Context: an optimization exercise on an open-source flow, tuned for small area, a short achievable clock period and few clock cycles per item. The choices shown serve that exercise and are no tape-out recipe. The RTL was checked by simulation tests, not by an equivalence proof against the original design.

## design/flow/run.sh

```bash
#!/bin/bash
# synth_recipe.tcl (not shown) runs the flow's synth.tcl, then flattens the netlist and writes it again
# the make line also repeats each setting of config.mk as NAME=value (left out here)
make -C /OpenROAD-flow-scripts/flow DESIGN_CONFIG=/design/flow/config.mk WORK_HOME=/design/flow/orfs CLKGATE_MAP_FILE= SYNTH_SCRIPT=/design/flow/synth_recipe.tcl finish
```

## design/flow/config.mk

```make
export PLATFORM = sky130hd
export DESIGN_NAME = wm_rx
export DESIGN_NICKNAME = wm_rx
export VERILOG_FILES = /design/flow/design.v
export SDC_FILE = /design/flow/constraint.sdc
export NUM_CORES = 4
export LEC_CHECK = 0
export CAP_MARGIN = 20
export CORE_MARGIN = 2
export CORE_UTILIZATION = 35
export SLEW_MARGIN = 20
export SYNTH_MEMORY_MAX_BITS = 16384
```

## design/flow/constraint.sdc

```tcl
create_clock -name core_clock -period 10.0 [get_ports {clk}]
set_input_delay 2.0000 -clock core_clock [delete_from_list [all_inputs] [get_ports {clk}]]
set_output_delay 2.0000 -clock core_clock [all_outputs]
set_load 0.01 [all_outputs]
```

## design/flow/design.v

```verilog
module wm_rx (
    input  wire         clk,
    input  wire         rst,
    input  wire         in_valid,
    output wire         in_ready,
    input  wire [247:0] in_bits,
    output wire         out_valid,
    output wire [95:0]  out_msg,
    output wire         out_crc_ok,
    output wire [7:0]   out_errs
);
    localparam S   = 2;               
    localparam MW  = 5;               
    localparam D   = 32;              
    localparam NEX = 118 - D;         
    localparam CL0 = 124 / S - 1;     
    localparam [247:0] VSEQ =
        248'h8ec52faa16f3959836ba322049a7b87f1d8a5f542de72b306d746440934f70;
    localparam [2:0] ST_IDLE = 3'd0, ST_DONE = 3'd1, ST_RUN = 3'd2,
                     ST_FORCE = 3'd3, ST_LOAD = 3'd4;
    reg  [2:0]        state;
    reg               ready_q;
    reg  [5:0]        c;              
    reg  [2:0]        pass;           
    reg  [1:0]        f;              
    reg               need_fb;
    reg  [247:0]      rx;             
    reg  [2*S-1:0]    rq;             
    reg  [64*MW-1:0]  pm;
    reg  [64*D-1:0]   sv;             
    reg  [MW-1:0]     pm0_prev;
    reg  [7:0]        acc;            
    reg  [111:0]      dec;            
    reg               out_valid_q;
    reg               crc_q;
    reg  [7:0]        errs_q;
    assign in_ready   = ready_q;
    assign out_valid  = out_valid_q;
    assign out_crc_ok = crc_q;
    assign out_errs   = errs_q;
    genvar g, l;
    generate
        for (g = 0; g < 96; g = g + 1) begin : om
            assign out_msg[95-g] = dec[g];
        end
    endgenerate
    wire running = (state == ST_RUN) || (state == ST_FORCE);
    wire pass0   = (pass == 3'd0);
    reg  [5:0] cend;
    reg  [5:0] sp;                    
    always @(*) begin
        case (pass)
            3'd1:    begin cend = 6'd54; sp = dec[109:104]; end
            3'd2:    begin cend = 6'd41; sp = dec[83:78];   end
            3'd3:    begin cend = 6'd28; sp = dec[57:52];   end
            3'd4:    begin cend = 6'd15; sp = dec[31:26];   end
            default: begin cend = CL0[5:0]; sp = 6'd0;      end
        endcase
    end
    reg [S-1:0] frc_en, frc_val;
    always @(*) begin
        if (state == ST_FORCE) begin
            frc_en = {S{1'b1}};
            case (f)
                2'd0:    frc_val = sp[1:0];
                2'd1:    frc_val = sp[3:2];
                default: frc_val = sp[5:4];
            endcase
        end else begin
            frc_en  = (c < 6'd3) ? {S{1'b1}} : {S{1'b0}};
            frc_val = {S{1'b0}};
        end
    end
    wire [(S+1)*64*MW-1:0] pmc;
    wire [(S+1)*64*D-1:0]  svc;
    assign pmc[0 +: 64*MW] = pm;
    assign svc[0 +: 64*D]  = sv;
    generate
        for (l = 0; l < S; l = l + 1) begin : lay
            wire ra = rq[2*l];
            wire rb = rq[2*l+1];
            for (g = 0; g < 64; g = g + 1) begin : acs
                wire [5:0]    ns  = g;
                wire [6:0]    sr0 = {ns, 1'b0};
                wire          a0  = ^(sr0 & 7'o171);
                wire          b0  = ^(sr0 & 7'o133);
                wire [1:0]    bm0 = {1'b0, a0 ^ ra} + {1'b0, b0 ^ rb};
                wire [1:0]    bm1 = 2'd2 - bm0;
                wire [MW-1:0] q0  = pmc[l*64*MW + {ns[4:0], 1'b0}*MW +: MW];
                wire [MW-1:0] q1  = pmc[l*64*MW + {ns[4:0], 1'b1}*MW +: MW];
                wire [MW-1:0] m0  = q0 + bm0;
                wire [MW-1:0] m1  = q1 + bm1;
                wire [MW-1:0] df  = m1 - m0;
                wire          sel = frc_en[l] ? frc_val[l] : df[MW-1];
                wire [D-1:0]  v0  = svc[l*64*D + {ns[4:0], 1'b0}*D +: D];
                wire [D-1:0]  v1  = svc[l*64*D + {ns[4:0], 1'b1}*D +: D];
                assign pmc[(l+1)*64*MW + g*MW +: MW] = sel ? m1 : m0;
                assign svc[(l+1)*64*D + g*D +: D] =
                    {(sel ? v1[D-2:0] : v0[D-2:0]), sel};
            end
        end
    endgenerate
    reg [63:0] col1, col2;            
    integer s;
    always @(*) begin
        for (s = 0; s < 64; s = s + 1) begin
            col1[s] = sv[s*D + D-1];
            col2[s] = sv[s*D + D-2];
        end
    end
    wire unmerged = ~((&col1) | ~(|col1)) | ~((&col2) | ~(|col2));
    localparam [6:0] GA = 7'b1001111;    
    localparam [6:0] GB = 7'b1101101;
    localparam [4:0] HA = 5'b11111;
    localparam [4:0] HB = 5'b10100;
    reg [129:0] syn;
    reg [111:0] inv;
    integer t, k;
    always @(*) begin
        for (t = 0; t < 130; t = t + 1) begin
            syn[t] = 1'b0;
            for (k = 0; k < 7; k = k + 1)
                if (t - k >= 0 && t - k < 124)
                    syn[t] = syn[t] ^ (GB[k] & rx[2*(t-k)]) ^ (GA[k] & rx[2*(t-k)+1]);
        end
        for (t = 0; t < 112; t = t + 1) begin
            inv[t] = 1'b0;
            for (k = 0; k < 5; k = k + 1)
                if (t - k >= 0)
                    inv[t] = inv[t] ^ (HA[k] & rx[2*(t-k)]) ^ (HB[k] & rx[2*(t-k)+1]);
        end
    end
    wire clean = ~(|syn);
    function crc_ok;
        input [111:0] bits;           
        integer n;
        reg [15:0] cc;
        reg        fb;
        begin
            cc = 16'hFFFF;
            for (n = 0; n < 96; n = n + 1) begin
                fb = cc[15] ^ bits[n];
                cc = {cc[14:0], 1'b0} ^ (fb ? 16'h1021 : 16'h0000);
            end
            for (n = 0; n < 16; n = n + 1)
                cc[15-n] = cc[15-n] ^ bits[96+n];
            crc_ok = (cc == 16'h0000);
        end
    endfunction
    reg [2*S-1:0] rnext;
    integer j;
    always @(*) begin
        rnext = rx[2*S-1:0];
        for (j = 0; j < 124 / S; j = j + 1)
            if (c == j)
                rnext = (j + 1 < 124 / S) ? rx[2*S*(j+1) +: 2*S] : rx[2*S-1:0];
    end
    wire accept = ready_q && in_valid;
    wire [MW-1:0] dpm0 = pm[MW-1:0] - pm0_prev;
    always @(posedge clk) begin
        sv <= svc[S*64*D +: 64*D];
        pm[64*MW-1:MW] <= pmc[S*64*MW + MW +: 63*MW];
        pm[MW-1:0] <= running ? pmc[S*64*MW +: MW] : {MW{1'b0}};
        pm0_prev <= pm[MW-1:0];
        crc_q <= crc_ok(dec);
        errs_q <= acc;
        if (ready_q) begin
            rx <= in_bits ^ VSEQ;
            rq <= in_bits[2*S-1:0] ^ VSEQ[2*S-1:0];
        end else if (state == ST_LOAD) begin
            rq <= rx[2*S-1:0];
        end else begin
            rq <= rnext;
        end
        if (accept)
            acc <= 8'd0;
        else if (pass0 && ((state == ST_RUN && c != 6'd0) || state == ST_LOAD))
            acc <= acc + {{(8-MW){dpm0[MW-1]}}, dpm0};
        if (state == ST_RUN && pass0) begin
            if (c == 6'd0)
                dec <= inv;
            else
                dec[NEX-1:0] <= {sv[D-2], sv[D-1], dec[NEX-1:2]};
        end else if (state == ST_LOAD) begin
            if (pass0) begin
                for (k = NEX; k < 112; k = k + 1)
                    dec[k] <= sv[117-k];
            end else begin
                for (k = 0; k < NEX; k = k + 1) begin
                    if (pass == 3'd1 && k >= 78)            dec[k] <= sv[109-k];
                    if (pass == 3'd2 && k >= 52 && k < 78)  dec[k] <= sv[83-k];
                    if (pass == 3'd3 && k >= 26 && k < 52)  dec[k] <= sv[57-k];
                    if (pass == 3'd4 && k < 26)             dec[k] <= sv[31-k];
                end
            end
        end
    end
    always @(posedge clk) begin
        if (rst) begin
            state       <= ST_IDLE;
            ready_q     <= 1'b1;
            out_valid_q <= 1'b0;
        end else begin
            out_valid_q <= (state == ST_DONE);
            case (state)
                ST_IDLE, ST_DONE: begin
                    if (in_valid) begin
                        state   <= ST_RUN;
                        ready_q <= 1'b0;
                        pass    <= 3'd0;
                        c       <= 6'd0;
                        need_fb <= 1'b0;
                    end else begin
                        state   <= ST_IDLE;
                    end
                end
                ST_RUN: begin
                    if (pass0 && c >= (6 + D) / S && unmerged)
                        need_fb <= 1'b1;
                    if (pass0 && c == 6'd0 && clean) begin
                        state   <= ST_DONE;
                        ready_q <= 1'b1;
                    end else if (c == cend) begin
                        state <= pass0 ? ST_LOAD : ST_FORCE;
                        f     <= 2'd0;
                    end else begin
                        c <= c + 6'd1;
                    end
                end
                ST_FORCE: begin
                    if (f == 2'd2)
                        state <= ST_LOAD;
                    else
                        f <= f + 2'd1;
                end
                default: begin  
                    if ((pass0 && !need_fb) || pass == 3'd4) begin
                        state   <= ST_DONE;
                        ready_q <= 1'b1;
                    end else begin
                        state <= ST_RUN;
                        pass  <= pass + 3'd1;
                        c     <= 6'd0;
                    end
                end
            endcase
        end
    end
endmodule
```

==> results.txt <==
==> routing by layer <==
layer,GRT usage [%],part of all wire (%),vias to the layer above
met1,37.1,41,58608
met5,0,0.021,-
li1,-,-,52516
met4,17.5,7.2,22
met3,6.42,8.1,1754
met2,44.6,43,5516
==> cell families after synthesis <==
logic type | count (synthesis) | share of synthesized area (%)
mux | 4233 | 26.6
flops | 2771 | 37.0
xor+xnor | 2278 | 12.9
simple gates | 1651 | 4.66
compound gates | 1643 | 6.16
buf+inv | 1261 | 3.18
fa+ha+maj | 1061 | 9.50
==> worst max-delay path, cell delays in order (launching register included) <==
cell and delay (ns):
edfxtp_1 0.42, inv_1 0.09, ha_1 0.31, and2_1 0.37, a22oi_1 0.43, nand2_1 0.10
a22o_1 0.18, o21ai_0 0.76, nand2_4 0.38, buf_12 0.37, buf_4 0.32, o21ai_4 0.09
buf_4 0.41, mux2_2 0.40, ha_1 0.25, fa_1 0.55, inv_1 0.06, ha_1 0.27
a21o_1 0.15, a21o_1 0.16, a21oi_1 0.21, xnor2_1 0.17, xnor2_1 0.13, o21ai_4 0.51
buf_4 0.39, mux2i_1 0.61
==> stage by stage <==
step / std cells / hold slack (ns) / instance area [um2] / util [%]
final: 21430 / 0.365 / 184000 / 40.3
after global routing: 21419 / 0.382 / 184000 / 40.3
after CTS: 21406 / 0.366 / 184000 / 40.3
after detailed placement: 20825 / 0.355 / 173000 / 37.9
after global placement: 20821 / 0.351 / 173000 / 37.9
after floorplan: 14898 / 0.339 / 160000 / -
==> state kept, by name, summed over array words and instances (netlist names) <==
name and count:
acc 8, c 6, crc_q 1, dec 112
errs_q 8, f 2, need_fb 1, out_valid_q 1
pass 3, pm 320, pm0_prev 5, ready_q 1
rq 4, rx 248, state 3, sv 2048
==> synth_stat cells (all sizes together), types with 5 or more instances <==
cell / number / area (um2)
a221oi: 11 / 96.3
nor3: 32 / 160
o311ai: 5 / 43.8
dfxtp: 2399 / 48000
a21oi: 681 / 3410
nand4: 61 / 382
nand3: 118 / 591
and3: 25 / 156
nor4: 61 / 382
nand2: 570 / 2140
buf: 391 / 1830
inv: 484 / 1820
a211oi: 21 / 158
fa: 258 / 5160
o32ai: 7 / 61.3
o211ai: 8 / 60.1
nand2b: 78 / 488
nor2b: 79 / 494
xnor3: 20 / 455
a21o: 459 / 3450
o22ai: 21 / 131
a31oi: 16 / 100
xnor2: 1571 / 14100
nor3b: 10 / 75.1
ha: 803 / 10000
or2: 6 / 37.5
mux2i: 4040 / 40400
o221ai: 10 / 87.6
xor2: 681 / 6030
nor2: 516 / 1940
and2: 73 / 457
edfxtp: 372 / 11200
or3: 9 / 56.3
mux2: 193 / 2170
a222oi: 7 / 70.1
xor3: 6 / 144
clkbuf: 385 / 1450
o21ai: 335 / 1680
a22oi: 18 / 135
==> final cells by class <==
class / count / share of cell area [%]
multi-input combinational: 10866 / 53.1
sequential: 2771 / 32.2
clock buffer: 428 / 4.94
tap: 6000 / 4.08
timing repair buffer: 710 / 3.74
inverter: 485 / 0.990
clock inverter: 153 / 0.942
antenna: 17 / 0.0231
==> path summary, 6_finish.rpt <==
path,startpoint,to,depth (start not counted)
max reg2reg,pass[0],sv[1713],25
min reg2reg,acc[7],errs_q[7],0
min,acc[7],errs_q[7],0
max,pass[0],sv[1713],25
==> reports/qor.yml <==
status:
  status: "no timing/DRC/antenna violations"
global_routing:
  antenna_found_initial: 36
  grt_pass1_wl_um: 944000
  grt_pass1_vias: 117079
  grt_usage_pct: 29.0
  grt_max_degree: 90
  grt.overflow.total: 0
die:
  die_x_um: 680
  die_h_um: 680
  start_util_pct: 35.1
  core_mm2: 0.456
  dieArea_mm2: 0.463
  pin_count: 358
  std_cell_rows: 248
layout:
  synthToLayoutAreaGrowth_pct: 14.8
  nNetsFinal: 16463
  final_common_cell: "mux2i_1"
  drive_gt1_share_pct: 8.47
  final_cell_mix: "mux2i_1, dfxtp_1, xnor2_1"
  num-fill-cells: 43755
  multi_input_area_mm2: 0.0976
  regArea_mm2: 0.0592
run:
  maxCapViolations: 0
timing:
  tightestPinTransition_ns: 1.28
  rsz0062_at_grt: "false"
  setup_slack_ns: 1.66
  finalCritPeriodShare_pct: 83.4
  fmax_mhz: 120
  fin_setup_tns_ns: 0
  finalHoldViolCount: 0
  setup_violations: 0
  final.min_clock_period_ns: 8.34
  max_slew_margin_pct: 12.4
  drv_slew: 0
  skew_ns: 0.110
critical_path:
  rrSetupSlack_ns: 1.66
  worstPathMaxFanout: 33
  worst-setup-path-type: "reg2reg"
  cp.required_ns: 10.83
  endpoint_kind: "flip-flop"
  crit_path_start_kind: "flip-flop"
  cp.arrival_ns: 9.17
routing:
  drc: 0
  wl_per_cell_um: 32.4
  dr.pass1.iters: 6
  vias_per_cell: 5.53
  drtIter0Drc: 13086
  routed-via-count: 118416
  ant_nets: 0
  wirelength_um: 694000
min_path:
  hp-class: "reg2reg"
placement:
  io_buffer_count: 357
  gp_congestion: 1.05
  hpwl_um: 518000
  pre_cts_ws_ns: 1.77
yosys:
  postSynthAreaPerCell_um2: 10.8
  synthFlopType: "dfxtp_1"
  synth_cells: 14898
  synth_seq_cells: 2771
  yosys_warnings: 85
  async_flop_share_pct: 0
  ys_seq_area_share_pct: 37.0
  mappedNetlistArea_mm2: 0.160
  yosysUniqueCellTypes: 78
  synth_edf_count: 372
  synth_nets: 16210
clocking:
  clkTransAtPathRegs_ns: 0.07
  clock_latency_ns: 1.02
  cts_tree: "done"
  clock-sinks: 2771
  cts_made_buffers: 317
  post_cts_buffers: 0
  cts.repair.resized: 0
  cts_max_level: 5
  root_buffer: "clkbuf_16"
  clock_path_buffers: 4
  cts_hold_buf: 0
Testbench counts, summed over its fixed seeds: cycles 3,000, items 96.

## static timing again, ports no longer ideal
How much do the figures lean on ideal ports? The routed layout below was timed once more, with nothing changed but the port constraints. Step 1 sets driving cells, clkbuf_16 on the clock port and buf_2 on the other inputs (assumed; they add their load-dependent delay and slew). Step 2 also shifts input and output timing later by t, the mid clock arrival at the registers, as if the neighbouring blocks saw the same clock. a / b / c = ideal ports / drivers / drivers and shift; a / b = the first two.
shift t [ns]: 1.082
setup WS [ns]: 1.655 / 1.655 / 1.655
latest minus earliest clock arrival (ns): 0.115 / 0.115
slew at the worst register clock pin (ns): 0.07 / 0.07
worst slew at a driven data input, ns: 0.14
After both steps setup and hold are still met in this run. For this run, drivers alone change the setup slack by 0.000 ns; drivers and shift together by 0.000 ns.
